Background: an optimization exercise with open tools, aiming at small area, a short achievable clock period and few clock cycles per item. Do not read the settings as production practice.

==> 04-17: inputs <==
Design rail_comp, start of the top module:
module rail_comp (
    input  wire               clk,
    input  wire               rst,         
    input  wire signed [15:0] b0,
    input  wire signed [15:0] b1,
    input  wire signed [15:0] b2,
    input  wire signed [15:0] b3,
    input  wire signed [15:0] a1,
    input  wire signed [15:0] a2,
    input  wire signed [15:0] a3,
    input  wire        [9:0]  cl,
    input  wire               in_valid,
    output wire               in_ready,
    input  wire signed [12:0] in_e,
    input  wire               in_clr,      
    output reg                out_valid,
    output reg         [9:0]  out_code,
    output reg                out_inlim
);
    assign in_ready = 1'b1;
    wire [16:0] a1x = {a1, 1'b0};
    wire [7:0]  a1o, a1t, a1n;
    genvar g;
    generate
        for (g = 0; g < 8; g = g + 1) begin : g_a1
            assign a1o[g] = a1x[2*g+1] ^ a1x[2*g];
            assign a1t[g] = (a1x[2*g+2] & ~a1x[2*g+1] & ~a1x[2*g]) | (~a1x[2*g+2] & a1x[2*g+1] & a1x[2*g]);
            assign a1n[g] = a1x[2*g+2] & ~(a1x[2*g+1] & a1x[2*g]);
        end
    endgenerate
    reg [15:0] rb0, rb1, rb2, rb3, ra2, ra3;
    reg [7:0]  ka1o, ka1t, ka1n;    
    reg [9:0]  rcl;
    always @(posedge clk) begin
        rb0 <= b0; rb1 <= b1; rb2 <= b2; rb3 <= b3;
        ka1o <= a1o; ka1t <= a1t; ka1n <= a1n;
        ra2 <= a2; ra3 <= a3;
        rcl <= cl;
    end
    reg [12:0] e0, e1, e2, e3;
    reg [24:0] u1, u2, u3;
    reg        v0, c0;     
    reg        v1;         
    reg        pclr;       
    reg [41:0] xs, xc;     
    wire take = in_valid;
    wire clr  = in_clr | pclr;
    always @(posedge clk) begin
        if (take) begin
            e0 <= in_e;
            e1 <= clr ? 13'd0 : e0;
            e2 <= clr ? 13'd0 : e1;
            e3 <= clr ? 13'd0 : e2;
        end
    end
    wire [24:0] p2 = v1 ? u1 : u2;
    wire [24:0] p3 = v1 ? u2 : u3;
    wire pb0_o0 = (rb0[0] ^ 1'b0);
    wire pb0_t0 = ((rb0[1] & ~rb0[0] & ~1'b0) | (~rb0[1] & rb0[0] & 1'b0));
  ...
==> flow/config.mk <==
export PLATFORM = sky130hd
export DESIGN_NAME = rail_comp
export DESIGN_NICKNAME = rail_comp
export VERILOG_FILES = /design/flow/design.v
export SDC_FILE = /design/flow/constraint.sdc
export NUM_CORES = 4
export LEC_CHECK = 0
export ABC_AREA = 1
export CAP_MARGIN = 20
export CORE_MARGIN = 2
export CORE_UTILIZATION = 50
export CTS_BUF_LIST = sky130_fd_sc_hd__clkbuf_8
export CTS_CLUSTER_SIZE = 30
export SLEW_MARGIN = 20
export SYNTH_HIERARCHICAL = 1
==> flow/constraint.sdc <==
create_clock -name core_clock -period 40.0 [get_ports {clk}]
set_input_delay 8.0000 -clock core_clock [delete_from_list [all_inputs] [get_ports {clk}]]
set_output_delay 8.0000 -clock core_clock [all_outputs]
set_load 0.01 [all_outputs]
run.sh (not shown) runs the stock make flow with config.mk's settings and CLKGATE_MAP_FILE= SYNTH_SCRIPT=/design/flow/synth_recipe.tcl, a recipe that flattens the netlist after the stock synthesis.
==> 06-08 (differences from 04-17) <==
==> flow/flow/run.sh (new file) <==
#!/bin/bash
# Standard layout, except that the port buffers that placement inserts are
# swapped for plain buffers (same pins, narrower) before clock-tree synthesis.
set -euo pipefail
R=orfs/results/${FLOW_PLATFORM}/rail_comp/base
bash standard.sh synth floorplan place > std_place.log 2>&1
openroad -no_init -exit flow/portbuf.tcl > portbuf.log 2>&1
bash standard.sh > std_finish.log 2>&1
==> flow/flow/portbuf.tcl (new file) <==
# Swap the port buffers of 3_place.odb for plain buffers of the same pins.
set res orfs/results/$::env(FLOW_PLATFORM)/rail_comp/base
read_db $res/3_place.odb
set db [ord::get_db]
set block [ord::get_db_block]
set ibuf [$db findMaster sky130_fd_sc_hd__buf_1]
set obuf [$db findMaster sky130_fd_sc_hd__buf_2]
set n 0
foreach inst [$block getInsts] {
  if {[[$inst getMaster] getName] ne "sky130_fd_sc_hd__clkdlybuf4s50_1"} { continue }
  set a [[$inst findITerm A] getNet]
  set x [[$inst findITerm X] getNet]
  if {$a ne "NULL" && [llength [$a getBTerms]] > 0} {
    $inst swapMaster $ibuf
    incr n
  } elseif {$x ne "NULL" && [llength [$x getBTerms]] > 0} {
    $inst swapMaster $obuf
    incr n
  }
}
puts "swapped $n port buffers"
write_db $res/3_place.odb
==> flow/standard.sh (new file) <==
#!/bin/bash
# synth_recipe.tcl (not shown) runs the flow's synth.tcl, then flattens the netlist and writes it again
# the make line also repeats each setting of config.mk as NAME=value (left out here)
make -C /OpenROAD-flow-scripts/flow DESIGN_CONFIG=/design/flow/config.mk WORK_HOME=/design/flow/orfs CLKGATE_MAP_FILE= SYNTH_SCRIPT=/design/flow/synth_recipe.tcl "${@:-finish}"
--- a/flow/config.mk
+++ b/flow/config.mk
@@ -10,6 +10,4 @@
 export CORE_MARGIN = 2
 export CORE_UTILIZATION = 50
-export CTS_BUF_LIST = sky130_fd_sc_hd__clkbuf_8
-export CTS_CLUSTER_SIZE = 30
 export SLEW_MARGIN = 20
 export SYNTH_HIERARCHICAL = 1
removed: flow/run.sh
==> 07-27 (differences from 04-17) <==
--- a/flow/config.mk
+++ b/flow/config.mk
@@ -7,9 +7,7 @@
 export LEC_CHECK = 0
 export ABC_AREA = 1
-export CAP_MARGIN = 20
+export CAP_MARGIN = 60
 export CORE_MARGIN = 2
 export CORE_UTILIZATION = 50
-export CTS_BUF_LIST = sky130_fd_sc_hd__clkbuf_8
-export CTS_CLUSTER_SIZE = 30
-export SLEW_MARGIN = 20
+export SLEW_MARGIN = 60
 export SYNTH_HIERARCHICAL = 1
==> results.yml <==
worst_setup_path:
  r2r-end: "u1[11]"
finish:
  clk_share: 0.0249
  drive_gt1_frac: 0.0689
  nClkBuffers: 54
  syn_to_final_growth_pct: 6.81
routing:
  routed_via_density: 6.48
  met1_length_um: 82500
  wl_met3_um: 30200
timing:
  setup_ws_ps: 30830
  fin_skew_ps: 35.1
placed_design:
  dpl_cell_area_um2: 58800
  dp.cells: 7221
status:
  run_status: "finished clean"
grt:
  grt_use_met3: 0.133
  grt_use_met1: 0.507
worst_hold_path:
  hold_path.startpoint: "u1[16]"
-- figures above: 06-08

==> results.yml <==
status:
  run_status: "finished clean"
placed_design:
  dp.cells: 7233
timing:
  fin_skew_ps: 37.1
grt:
  grt_use_met1: 0.499
  grt_use_met3: 0.131
finish:
  drive_gt1_frac: 0.0869
  clk_share: 0.0247
  nClkBuffers: 51
worst_hold_path:
  hold_path.startpoint: "u1[18]"
routing:
  met1_length_um: 82300
worst_setup_path:
  r2r-end: "xc[29]"
-- figures above: 07-27

==> results.yml <==
routing:
  met1_length_um: 82600
  routed_via_density: 6.47
  wl_met3_um: 30700
worst_hold_path:
  hold_path.startpoint: "u1[23]"
finish:
  nClkBuffers: 85
  drive_gt1_frac: 0.0722
  syn_to_final_growth_pct: 8.41
grt:
  grt_use_met3: 0.144
status:
  run_status: "finished clean"
timing:
  setup_ws_ps: 30370
placed_design:
  dp.cells: 7221
-- figures above: 04-17

No run of this note included a check of the RTL's function; only the layout flow was run.

-- static timing again, ports no longer ideal --
The flow's constraints put no driver on any port. The routed layouts listed below were extracted and timed again, unchanged, in two steps. Step 1 sets driving cells, clkbuf_16 on the clock port and buf_2 on the other inputs (assumed; they add their load-dependent delay and slew). Step 2 times the ports against the registers' clock, not the clock port: input delays grow and output delays shrink by t, the midpoint of the rising clock arrivals with the driver on. a / b / c = no drivers / after step 1 / after step 2; a / b = the first two.
run	shift t [ns]	slack for setup (ns)	worst slew at a driven data input, ns	pins driven straight from the clock port
04-17	0.850	30.372 / 30.299 / 30.379	0.04	1
06-08	0.734	30.832 / 30.755 / 30.813	0.04	1
07-27	0.725	30.469 / 30.395 / 30.656	0.04	1
After both steps every run listed still meets setup and hold. The setup slack of 06-08, which loses most, moves by -0.077 ns with the drivers and by -0.019 ns with both steps.
